Source: an optimization exercise on an open RTL-to-GDS flow (aim: small area, a short achievable clock period and few clock cycles per item). Production flows keep margins and buffers that such runs may drop.
At most, simulation tests tie the RTL to the original design; equivalence was not proved.

==> trial 46: inputs <==
==> flow/design.v <==
module sha256_core (
    input  wire         clk,
    input  wire         rst,         
    input  wire         in_valid,
    output wire         in_ready,
    input  wire         first,       
    input  wire [511:0] block,
    output reg          out_valid,
    output wire [255:0] digest
);
    localparam [31:0] IV0 = 32'h6a09e667, IV1 = 32'hbb67ae85, IV2 = 32'h3c6ef372, IV3 = 32'ha54ff53a,
                      IV4 = 32'h510e527f, IV5 = 32'h9b05688c, IV6 = 32'h1f83d9ab, IV7 = 32'h5be0cd19;
    reg        busy;
    reg  [5:0] c;
    reg        cur_valid;    
    reg        pend;         
    reg        fill_ok;      
    reg        fr;           
    reg        frn;          
    reg        z0;           
    wire c_is62 = (c == 6'd62);
    wire c_is63 = (c == 6'd63);
    wire fill   = (c[5:4] == 2'b11);
    assign in_ready = busy & c_is63 & fill_ok;
    wire   acc      = in_valid & in_ready & ~rst;
    always @(posedge clk) begin
        if (rst) begin
            busy      <= 1'b0;
            c         <= 6'd48;
            cur_valid <= 1'b0;
            pend      <= 1'b0;
            fr        <= 1'b0;
            z0        <= 1'b0;
            out_valid <= 1'b0;
        end else begin
            out_valid <= z0 & cur_valid;
            z0        <= busy & c_is63;
            if (!busy) begin
                c <= 6'd48;
                if (in_valid) begin
                    busy      <= 1'b1;
                    c         <= 6'd49;
                    cur_valid <= 1'b0;
                    pend      <= 1'b0;
                end
            end else begin
                c <= c + 6'd1;
                if (c_is63)
                    pend <= in_valid & fill_ok;
                if (z0) begin
                    cur_valid <= pend;
                    fr        <= pend & frn;
                    pend      <= 1'b0;
                    if (!pend) begin
                        busy <= 1'b0;
                        c    <= 6'd48;
                    end
                end
            end
        end
    end
    always @(posedge clk) begin
        if (c == 6'd48)
            fill_ok <= in_valid;
        else
            fill_ok <= fill_ok & in_valid;
        if (acc)
            frn <= first;
    end
    reg [31:0] k_next;
    always @(*) begin
        case (c)
            6'd0: k_next = 32'h71374491;
            6'd1: k_next = 32'hb5c0fbcf;
            6'd2: k_next = 32'he9b5dba5;
            6'd3: k_next = 32'h3956c25b;
            6'd4: k_next = 32'h59f111f1;
            6'd5: k_next = 32'h923f82a4;
            6'd6: k_next = 32'hab1c5ed5;
            6'd7: k_next = 32'hd807aa98;
            6'd8: k_next = 32'h12835b01;
            6'd9: k_next = 32'h243185be;
            6'd10: k_next = 32'h550c7dc3;
            6'd11: k_next = 32'h72be5d74;
            6'd12: k_next = 32'h80deb1fe;
            6'd13: k_next = 32'h9bdc06a7;
            6'd14: k_next = 32'hc19bf174;
            6'd15: k_next = 32'he49b69c1;
            6'd16: k_next = 32'hefbe4786;
            6'd17: k_next = 32'h0fc19dc6;
            6'd18: k_next = 32'h240ca1cc;
            6'd19: k_next = 32'h2de92c6f;
            6'd20: k_next = 32'h4a7484aa;
            6'd21: k_next = 32'h5cb0a9dc;
            6'd22: k_next = 32'h76f988da;
            6'd23: k_next = 32'h983e5152;
            6'd24: k_next = 32'ha831c66d;
            6'd25: k_next = 32'hb00327c8;
            6'd26: k_next = 32'hbf597fc7;
            6'd27: k_next = 32'hc6e00bf3;
            6'd28: k_next = 32'hd5a79147;
            6'd29: k_next = 32'h06ca6351;
            6'd30: k_next = 32'h14292967;
            6'd31: k_next = 32'h27b70a85;
            6'd32: k_next = 32'h2e1b2138;
            6'd33: k_next = 32'h4d2c6dfc;
            6'd34: k_next = 32'h53380d13;
            6'd35: k_next = 32'h650a7354;
            6'd36: k_next = 32'h766a0abb;
            6'd37: k_next = 32'h81c2c92e;
            6'd38: k_next = 32'h92722c85;
            6'd39: k_next = 32'ha2bfe8a1;
            6'd40: k_next = 32'ha81a664b;
            6'd41: k_next = 32'hc24b8b70;
            6'd42: k_next = 32'hc76c51a3;
            6'd43: k_next = 32'hd192e819;
            6'd44: k_next = 32'hd6990624;
            6'd45: k_next = 32'hf40e3585;
            6'd46: k_next = 32'h106aa070;
            6'd47: k_next = 32'h19a4c116;
            6'd48: k_next = 32'h1e376c08;
            6'd49: k_next = 32'h2748774c;
            6'd50: k_next = 32'h34b0bcb5;
            6'd51: k_next = 32'h391c0cb3;
            6'd52: k_next = 32'h4ed8aa4a;
            6'd53: k_next = 32'h5b9cca4f;
            6'd54: k_next = 32'h682e6ff3;
            6'd55: k_next = 32'h748f82ee;
            6'd56: k_next = 32'h78a5636f;
            6'd57: k_next = 32'h84c87814;
            6'd58: k_next = 32'h8cc70208;
            6'd59: k_next = 32'h90befffa;
            6'd60: k_next = 32'ha4506ceb;
            6'd61: k_next = 32'hbef9a3f7;
            6'd62: k_next = 32'hc67178f2;
            6'd63: k_next = 32'h428a2f98;
            default: k_next = 32'h0;
        endcase
    end
    reg [31:0] kr;
    always @(posedge clk)
        kr <= k_next;
    reg  [31:0] w [0:15];
    reg  [31:0] blk_word;
    always @(*) begin
        case (c[3:0])
            4'd0:  blk_word = block[511:480];
            4'd1:  blk_word = block[479:448];
            4'd2:  blk_word = block[447:416];
            4'd3:  blk_word = block[415:384];
            4'd4:  blk_word = block[383:352];
            4'd5:  blk_word = block[351:320];
            4'd6:  blk_word = block[319:288];
            4'd7:  blk_word = block[287:256];
            4'd8:  blk_word = block[255:224];
            4'd9:  blk_word = block[223:192];
            4'd10: blk_word = block[191:160];
            4'd11: blk_word = block[159:128];
            4'd12: blk_word = block[127:96];
            4'd13: blk_word = block[95:64];
            4'd14: blk_word = block[63:32];
            default: blk_word = block[31:0];
        endcase
    end
    wire [31:0] ws0   = {w[1][6:0], w[1][31:7]} ^ {w[1][17:0], w[1][31:18]} ^ (w[1] >> 3);
    wire [31:0] ws1   = {w[14][16:0], w[14][31:17]} ^ {w[14][18:0], w[14][31:19]} ^ (w[14] >> 10);
    wire [31:0] w_new = ws1 + w[9] + ws0 + w[0];
    integer i;
    always @(posedge clk) begin
        for (i = 0; i < 15; i = i + 1)
            w[i] <= w[i+1];
        w[15] <= fill ? blk_word : w_new;
    end
    reg [31:0] hv0, hv1, hv2, hv3, hv4, hv5, hv6, hv7;
    assign digest = {hv0, hv1, hv2, hv3, hv4, hv5, hv6, hv7};
    wire [31:0] hi0 = fr ? IV0 : hv0;
    wire [31:0] hi1 = fr ? IV1 : hv1;
    wire [31:0] hi2 = fr ? IV2 : hv2;
    wire [31:0] hi3 = fr ? IV3 : hv3;
    wire [31:0] hi4 = fr ? IV4 : hv4;
    wire [31:0] hi5 = fr ? IV5 : hv5;
    wire [31:0] hi6 = fr ? IV6 : hv6;
    wire [31:0] hi7 = fr ? IV7 : hv7;
    reg [31:0] a, b, cc, e, f, g, ps, pc, qs, qc;
    wire [31:0] big_s0 = {a[1:0], a[31:2]} ^ {a[12:0], a[31:13]} ^ {a[21:0], a[31:22]};
    wire [31:0] big_s1 = {e[5:0], e[31:6]} ^ {e[10:0], e[31:11]} ^ {e[24:0], e[31:25]};
    wire [31:0] ch     = (e & f) ^ (~e & g);
    wire [31:0] maj    = (a & b) | (cc & (a | b));
    wire [31:0] xe1_s = qs ^ qc ^ ch;
    wire [31:0] xe1_c = ((qs & qc) | (qs & ch) | (qc & ch)) << 1;
    wire [31:0] xe2_s = xe1_s ^ xe1_c ^ big_s1;
    wire [31:0] xe2_c = ((xe1_s & xe1_c) | (xe1_s & big_s1) | (xe1_c & big_s1)) << 1;
    wire [31:0] e_new = xe2_s + xe2_c;
    wire [31:0] x1_s = ps ^ pc ^ ch;
    wire [31:0] x1_c = ((ps & pc) | (ps & ch) | (pc & ch)) << 1;
    wire [31:0] x2_s = big_s1 ^ big_s0 ^ maj;
    wire [31:0] x2_c = ((big_s1 & big_s0) | (big_s1 & maj) | (big_s0 & maj)) << 1;
    wire [31:0] x3_s = x1_s ^ x1_c ^ x2_s;
    wire [31:0] x3_c = ((x1_s & x1_c) | (x1_s & x2_s) | (x1_c & x2_s)) << 1;
    wire [31:0] x4_s = x3_s ^ x3_c ^ x2_c;
    wire [31:0] x4_c = ((x3_s & x3_c) | (x3_s & x2_c) | (x3_c & x2_c)) << 1;
    wire [31:0] a_new = x4_s + x4_c;
    wire [31:0] fa_h = c_is62 ? hi3 : c_is63 ? hi2 : hi1;
    wire [31:0] fe_h = c_is62 ? hi7 : c_is63 ? hi6 : hi5;
    wire [31:0] fa_s = fa_h + (cur_valid ? a : 32'd0);
    wire [31:0] fe_s = fe_h + (cur_valid ? e : 32'd0);
    wire        ld_a = frn | ~cur_valid;      
    wire [31:0] n0 = frn ? IV0 : hv0;
    wire [31:0] n1 = frn ? IV1 : fa_s;
    wire [31:0] n2 = frn ? IV2 : hv2;
    wire [31:0] n3 = frn ? IV3 : hv3;
    wire [31:0] n4 = frn ? IV4 : hv4;
    wire [31:0] n5 = frn ? IV5 : fe_s;
    wire [31:0] n6 = frn ? IV6 : hv6;
    wire [31:0] n7 = frn ? IV7 : hv7;
    wire [31:0] hn  = z0 ? n7 : g;
    wire [31:0] dn  = z0 ? n3 : cc;
    wire [31:0] ij0 = c_is63 ? hi0 : 32'd0;
    wire [31:0] ij4 = c_is63 ? hi4 : 32'd0;
    wire [31:0] y1_s = hn ^ kr ^ w[0];
    wire [31:0] y1_c = ((hn & kr) | (hn & w[0]) | (kr & w[0])) << 1;
    wire [31:0] yp_s = y1_s ^ y1_c ^ ij0;
    wire [31:0] yp_c = ((y1_s & y1_c) | (y1_s & ij0) | (y1_c & ij0)) << 1;
    wire [31:0] y2_s = y1_s ^ y1_c ^ dn;
    wire [31:0] y2_c = ((y1_s & y1_c) | (y1_s & dn) | (y1_c & dn)) << 1;
    wire [31:0] yq_s = y2_s ^ y2_c ^ ij4;
    wire [31:0] yq_c = ((y2_s & y2_c) | (y2_s & ij4) | (y2_c & ij4)) << 1;
    always @(posedge clk) begin
        a  <= (z0 & ld_a) ? n0 : a_new;
        b  <= z0 ? n1 : a;
        cc <= z0 ? n2 : b;
        e  <= (z0 & ld_a) ? n4 : e_new;
        f  <= z0 ? n5 : e;
        g  <= z0 ? n6 : f;
        ps <= yp_s;
        pc <= yp_c;
        qs <= yq_s;
        qc <= yq_c;
    end
    wire upd = busy & cur_valid;
    always @(posedge clk) begin
        if (upd & c_is62) begin hv3 <= fa_s; hv7 <= fe_s; end
        if (upd & c_is63) begin hv2 <= fa_s; hv6 <= fe_s; end
        if (upd & z0)     begin hv1 <= fa_s; hv5 <= fe_s; hv0 <= a_new; hv4 <= e_new; end
    end
endmodule
==> flow/run.sh <==
#!/bin/bash
# synth_recipe.tcl (not shown) runs the flow's synth.tcl, then flattens the netlist and writes it again
# the make line also repeats each setting of config.mk as NAME=value (left out here)
make -C /OpenROAD-flow-scripts/flow DESIGN_CONFIG=/design/flow/config.mk WORK_HOME=/design/flow/orfs CLKGATE_MAP_FILE= SYNTH_SCRIPT=/design/flow/synth_recipe.tcl finish
==> flow/config.mk <==
export PLATFORM = sky130hd
export DESIGN_NAME = sha256_core
export DESIGN_NICKNAME = sha256_core
export VERILOG_FILES = /design/flow/design.v
export SDC_FILE = /design/flow/constraint.sdc
export NUM_CORES = 4
export LEC_CHECK = 0
export CAP_MARGIN = 20
export CORE_MARGIN = 2
export CORE_UTILIZATION = 45
export PLACE_DENSITY = 0.65
export SETUP_SLACK_MARGIN = 4
export SLEW_MARGIN = 20
==> flow/constraint.sdc <==
create_clock -name core_clock -period 9.0 [get_ports {clk}]
set_input_delay 1.8000 -clock core_clock [delete_from_list [all_inputs] [get_ports {clk}]]
set_output_delay 1.8000 -clock core_clock [all_outputs]
set_load 0.01 [all_outputs]
==> build 85 (differences from trial 46) <==
==> flow/design.v, changed modules only <==
module sha256_core (
    input  wire         clk,
    input  wire         rst,         
    input  wire         in_valid,
    output wire         in_ready,
    input  wire         first,       
    input  wire [511:0] block,
    output reg          out_valid,
    output wire [255:0] digest
);
    localparam [31:0] IV0 = 32'h6a09e667, IV1 = 32'hbb67ae85, IV2 = 32'h3c6ef372, IV3 = 32'ha54ff53a,
                      IV4 = 32'h510e527f, IV5 = 32'h9b05688c, IV6 = 32'h1f83d9ab, IV7 = 32'h5be0cd19;
    reg        busy;
    reg  [5:0] c;
    reg        cur_valid;    
    reg        pend;         
    reg        fill_ok;      
    reg        fr;           
    reg        frn;          
    reg        z0;           
    reg        rdy;          
    wire c_is48 = (c == 6'd48);
    wire c_is62 = (c == 6'd62);
    wire c_is63 = (c == 6'd63);
    wire fill   = (c[5:4] == 2'b11);
    assign in_ready = rdy;
    wire   acc      = in_valid & in_ready & ~rst;
    always @(posedge clk) begin
        if (rst) begin
            busy      <= 1'b0;
            c         <= 6'd48;
            cur_valid <= 1'b0;
            pend      <= 1'b0;
            fr        <= 1'b0;
            z0        <= 1'b0;
            rdy       <= 1'b0;
            out_valid <= 1'b0;
        end else begin
            out_valid <= z0 & cur_valid;
            z0        <= busy & c_is63;
            rdy       <= busy & c_is62 & fill_ok & in_valid;
            if (!busy) begin
                c <= {3'b110, c[2:0] + 3'd1};
                if (in_valid & c_is48) begin
                    busy      <= 1'b1;
                    c         <= 6'd49;
                    cur_valid <= 1'b0;
                    pend      <= 1'b0;
                end
            end else begin
                c <= c + 6'd1;
                if (c_is63)
                    pend <= in_valid & rdy;
                if (z0) begin
                    cur_valid <= pend;
                    fr        <= pend & frn;
                    pend      <= 1'b0;
                    if (!pend) begin
                        busy <= 1'b0;
                        c    <= 6'd49;
                    end
                end
            end
        end
    end
    always @(posedge clk) begin
        if (c_is48)
            fill_ok <= in_valid;
        else
            fill_ok <= fill_ok & in_valid;
        if (acc)
            frn <= first;
    end
    reg [31:0] k_next;
    always @(*) begin
        case (c)
            6'd0: k_next = 32'h71374491;
            6'd1: k_next = 32'hb5c0fbcf;
            6'd2: k_next = 32'he9b5dba5;
            6'd3: k_next = 32'h3956c25b;
            6'd4: k_next = 32'h59f111f1;
            6'd5: k_next = 32'h923f82a4;
            6'd6: k_next = 32'hab1c5ed5;
            6'd7: k_next = 32'hd807aa98;
            6'd8: k_next = 32'h12835b01;
            6'd9: k_next = 32'h243185be;
            6'd10: k_next = 32'h550c7dc3;
            6'd11: k_next = 32'h72be5d74;
            6'd12: k_next = 32'h80deb1fe;
            6'd13: k_next = 32'h9bdc06a7;
            6'd14: k_next = 32'hc19bf174;
            6'd15: k_next = 32'he49b69c1;
            6'd16: k_next = 32'hefbe4786;
            6'd17: k_next = 32'h0fc19dc6;
            6'd18: k_next = 32'h240ca1cc;
            6'd19: k_next = 32'h2de92c6f;
            6'd20: k_next = 32'h4a7484aa;
            6'd21: k_next = 32'h5cb0a9dc;
            6'd22: k_next = 32'h76f988da;
            6'd23: k_next = 32'h983e5152;
            6'd24: k_next = 32'ha831c66d;
            6'd25: k_next = 32'hb00327c8;
            6'd26: k_next = 32'hbf597fc7;
            6'd27: k_next = 32'hc6e00bf3;
            6'd28: k_next = 32'hd5a79147;
            6'd29: k_next = 32'h06ca6351;
            6'd30: k_next = 32'h14292967;
            6'd31: k_next = 32'h27b70a85;
            6'd32: k_next = 32'h2e1b2138;
            6'd33: k_next = 32'h4d2c6dfc;
            6'd34: k_next = 32'h53380d13;
            6'd35: k_next = 32'h650a7354;
            6'd36: k_next = 32'h766a0abb;
            6'd37: k_next = 32'h81c2c92e;
            6'd38: k_next = 32'h92722c85;
            6'd39: k_next = 32'ha2bfe8a1;
            6'd40: k_next = 32'ha81a664b;
            6'd41: k_next = 32'hc24b8b70;
            6'd42: k_next = 32'hc76c51a3;
            6'd43: k_next = 32'hd192e819;
            6'd44: k_next = 32'hd6990624;
            6'd45: k_next = 32'hf40e3585;
            6'd46: k_next = 32'h106aa070;
            6'd47: k_next = 32'h19a4c116;
            6'd48: k_next = 32'h1e376c08;
            6'd49: k_next = 32'h2748774c;
            6'd50: k_next = 32'h34b0bcb5;
            6'd51: k_next = 32'h391c0cb3;
            6'd52: k_next = 32'h4ed8aa4a;
            6'd53: k_next = 32'h5b9cca4f;
            6'd54: k_next = 32'h682e6ff3;
            6'd55: k_next = 32'h748f82ee;
            6'd56: k_next = 32'h78a5636f;
            6'd57: k_next = 32'h84c87814;
            6'd58: k_next = 32'h8cc70208;
            6'd59: k_next = 32'h90befffa;
            6'd60: k_next = 32'ha4506ceb;
            6'd61: k_next = 32'hbef9a3f7;
            6'd62: k_next = 32'hc67178f2;
            6'd63: k_next = 32'h428a2f98;
            default: k_next = 32'h0;
        endcase
    end
    reg [31:0] kr;
    always @(posedge clk)
        kr <= k_next;
    reg  [31:0] w [0:15];
    reg  [31:0] blk_word;
    always @(*) begin
        case (c[3:0])
            4'd0:  blk_word = block[511:480];
            4'd1:  blk_word = block[479:448];
            4'd2:  blk_word = block[447:416];
            4'd3:  blk_word = block[415:384];
            4'd4:  blk_word = block[383:352];
            4'd5:  blk_word = block[351:320];
            4'd6:  blk_word = block[319:288];
            4'd7:  blk_word = block[287:256];
            4'd8:  blk_word = block[255:224];
            4'd9:  blk_word = block[223:192];
            4'd10: blk_word = block[191:160];
            4'd11: blk_word = block[159:128];
            4'd12: blk_word = block[127:96];
            4'd13: blk_word = block[95:64];
            4'd14: blk_word = block[63:32];
            default: blk_word = block[31:0];
        endcase
    end
    wire [31:0] ws0   = {w[1][6:0], w[1][31:7]} ^ {w[1][17:0], w[1][31:18]} ^ (w[1] >> 3);
    wire [31:0] ws1   = {w[14][16:0], w[14][31:17]} ^ {w[14][18:0], w[14][31:19]} ^ (w[14] >> 10);
    wire [31:0] w_new = ws1 + w[9] + ws0 + w[0];
    integer i;
    always @(posedge clk) begin
        for (i = 0; i < 15; i = i + 1)
            w[i] <= w[i+1];
        w[15] <= fill ? blk_word : w_new;
    end
    reg [31:0] r0, r1, r2, r3, r4, r5, r6, r7;
    assign digest = {r0, r1, r2, r3, r4, r5, r6, r7};
    reg [31:0] a, b, cc, e, f, g, ps, pc, qs, qc;
    wire [31:0] big_s0 = {a[1:0], a[31:2]} ^ {a[12:0], a[31:13]} ^ {a[21:0], a[31:22]};
    wire [31:0] big_s1 = {e[5:0], e[31:6]} ^ {e[10:0], e[31:11]} ^ {e[24:0], e[31:25]};
    wire [31:0] ch     = (e & f) ^ (~e & g);
    wire [31:0] maj    = (a & b) | (cc & (a | b));
    wire [31:0] xe1_s = qs ^ qc ^ ch;
    wire [31:0] xe1_c = ((qs & qc) | (qs & ch) | (qc & ch)) << 1;
    wire [31:0] xe2_s = xe1_s ^ xe1_c ^ big_s1;
    wire [31:0] xe2_c = ((xe1_s & xe1_c) | (xe1_s & big_s1) | (xe1_c & big_s1)) << 1;
    wire [31:0] e_new = xe2_s + xe2_c;
    wire [31:0] x1_s = ps ^ pc ^ ch;
    wire [31:0] x1_c = ((ps & pc) | (ps & ch) | (pc & ch)) << 1;
    wire [31:0] x2_s = big_s1 ^ big_s0 ^ maj;
    wire [31:0] x2_c = ((big_s1 & big_s0) | (big_s1 & maj) | (big_s0 & maj)) << 1;
    wire [31:0] x3_s = x1_s ^ x1_c ^ x2_s;
    wire [31:0] x3_c = ((x1_s & x1_c) | (x1_s & x2_s) | (x1_c & x2_s)) << 1;
    wire [31:0] x4_s = x3_s ^ x3_c ^ x2_c;
    wire [31:0] x4_c = ((x3_s & x3_c) | (x3_s & x2_c) | (x3_c & x2_c)) << 1;
    wire [31:0] a_new = x4_s + x4_c;
    wire [31:0] fa_iv = c_is62 ? IV3 : c_is63 ? IV2 : IV1;
    wire [31:0] fe_iv = c_is62 ? IV7 : c_is63 ? IV6 : IV5;
    wire [31:0] fa_h  = fr ? fa_iv : r0;
    wire [31:0] fe_h  = fr ? fe_iv : r4;
    wire [31:0] fa_s = fa_h + (cur_valid ? a : 32'd0);
    wire [31:0] fe_s = fe_h + (cur_valid ? e : 32'd0);
    wire        ld_a = frn | ~cur_valid;      
    wire [31:0] n0 = frn ? IV0 : r7;
    wire [31:0] n1 = frn ? IV1 : fa_s;
    wire [31:0] n2 = frn ? IV2 : r1;
    wire [31:0] n3 = frn ? IV3 : r2;
    wire [31:0] n4 = frn ? IV4 : r3;
    wire [31:0] n5 = frn ? IV5 : fe_s;
    wire [31:0] n6 = frn ? IV6 : r5;
    wire [31:0] n7 = frn ? IV7 : r6;
    wire [31:0] hn  = z0 ? n7 : g;
    wire [31:0] dn  = z0 ? n3 : cc;
    wire [31:0] ij0 = c_is63 ? (fr ? IV0 : r6) : 32'd0;
    wire [31:0] ij4 = c_is63 ? (fr ? IV4 : r2) : 32'd0;
    wire [31:0] y1_s = hn ^ kr ^ w[0];
    wire [31:0] y1_c = ((hn & kr) | (hn & w[0]) | (kr & w[0])) << 1;
    wire [31:0] yp_s = y1_s ^ y1_c ^ ij0;
    wire [31:0] yp_c = ((y1_s & y1_c) | (y1_s & ij0) | (y1_c & ij0)) << 1;
    wire [31:0] y2_s = y1_s ^ y1_c ^ dn;
    wire [31:0] y2_c = ((y1_s & y1_c) | (y1_s & dn) | (y1_c & dn)) << 1;
    wire [31:0] yq_s = y2_s ^ y2_c ^ ij4;
    wire [31:0] yq_c = ((y2_s & y2_c) | (y2_s & ij4) | (y2_c & ij4)) << 1;
    always @(posedge clk) begin
        a  <= (z0 & ld_a) ? n0 : a_new;
        b  <= z0 ? n1 : a;
        cc <= z0 ? n2 : b;
        e  <= (z0 & ld_a) ? n4 : e_new;
        f  <= z0 ? n5 : e;
        g  <= z0 ? n6 : f;
        ps <= yp_s;
        pc <= yp_c;
        qs <= yq_s;
        qc <= yq_c;
    end
    wire upd  = busy & cur_valid;
    wire updf = upd & (c_is62 | c_is63 | z0);
    always @(posedge clk) begin
        r0 <= (upd & z0) ? a_new : r7;      
        r1 <= updf ? fa_s : r0;             
        r2 <= r1;
        r3 <= r2;
        r4 <= (upd & z0) ? e_new : r3;      
        r5 <= updf ? fe_s : r4;             
        r6 <= r5;
        r7 <= r6;
    end
endmodule
==> flow/flow/run.sh (new file) <==
#!/bin/bash
set -e
export BUFFER_PORTS_ARGS="-buffer_cell sky130_fd_sc_hd__buf_1"
bash standard.sh MATCH_CELL_FOOTPRINT=0 finish > standard.log 2>&1
==> flow/standard.sh (new file) <==
#!/bin/bash
# synth_recipe.tcl (not shown) runs the flow's synth.tcl, then flattens the netlist and writes it again
# the make line also repeats each setting of config.mk as NAME=value (left out here)
make -C /OpenROAD-flow-scripts/flow DESIGN_CONFIG=/design/flow/config.mk WORK_HOME=/design/flow/orfs CLKGATE_MAP_FILE= SYNTH_SCRIPT=/design/flow/synth_recipe.tcl "${@:-finish}"
Settings changed: CTS_BUF_LIST set to sky130_fd_sc_hd__clkbuf_8, CTS_CLUSTER_DIAMETER set to 70, CTS_CLUSTER_SIZE set to 14, SETUP_SLACK_MARGIN 4 to 4.5.
removed: flow/run.sh
==> comparison <==
- Of trial 46 and build 85, trial 46 has the higher clock-buffer cell count (gap 41).
- Against trial 46, the clock skew of build 85 is higher by 37 ps.
- Of trial 46 and build 85, build 85 has the higher maximum frequency (gap about 9%, measured against build 85).
- In trial 46 the critical path depth is higher than in build 85, by 1.
Testbench counts of build 85, summed over its fixed seeds: cycles 82,064, items 1,280.
For trial 46, only the layout was checked, not whether the RTL still works.

-- port drivers added, routing unchanged --
The flow's constraints put no driver on any port. The routed layouts listed below were extracted and timed again, unchanged, in two steps.
Step 1 sets driving cells, clkbuf_16 on the clock port and buf_2 on the other inputs (assumed; they add their load-dependent delay and slew).
Step 2 adds t to the input delays and takes it off the output delays; t is the mean of the earliest and latest rising clock arrival at the registers after step 1. Input paths then give back, and output paths get back, about the clock's delay inside the block.
a / b / c = ideal / step 1 / step 2; a / b = the first two.
run | t, ns | setup slack, ns | worst setup path at the end | latest minus earliest clock arrival (ns) | slew at the worst register clock pin (ns)
trial 46 | 0.833 | 3.865 / 3.865 / 3.865 | register to register | 0.061 / 0.061 | 0.08 / 0.08
build 85 | 0.879 | 4.321 / 4.321 / 4.321 | register to register | 0.095 / 0.095 | 0.10 / 0.10
After both steps setup and hold are still met in every run listed.
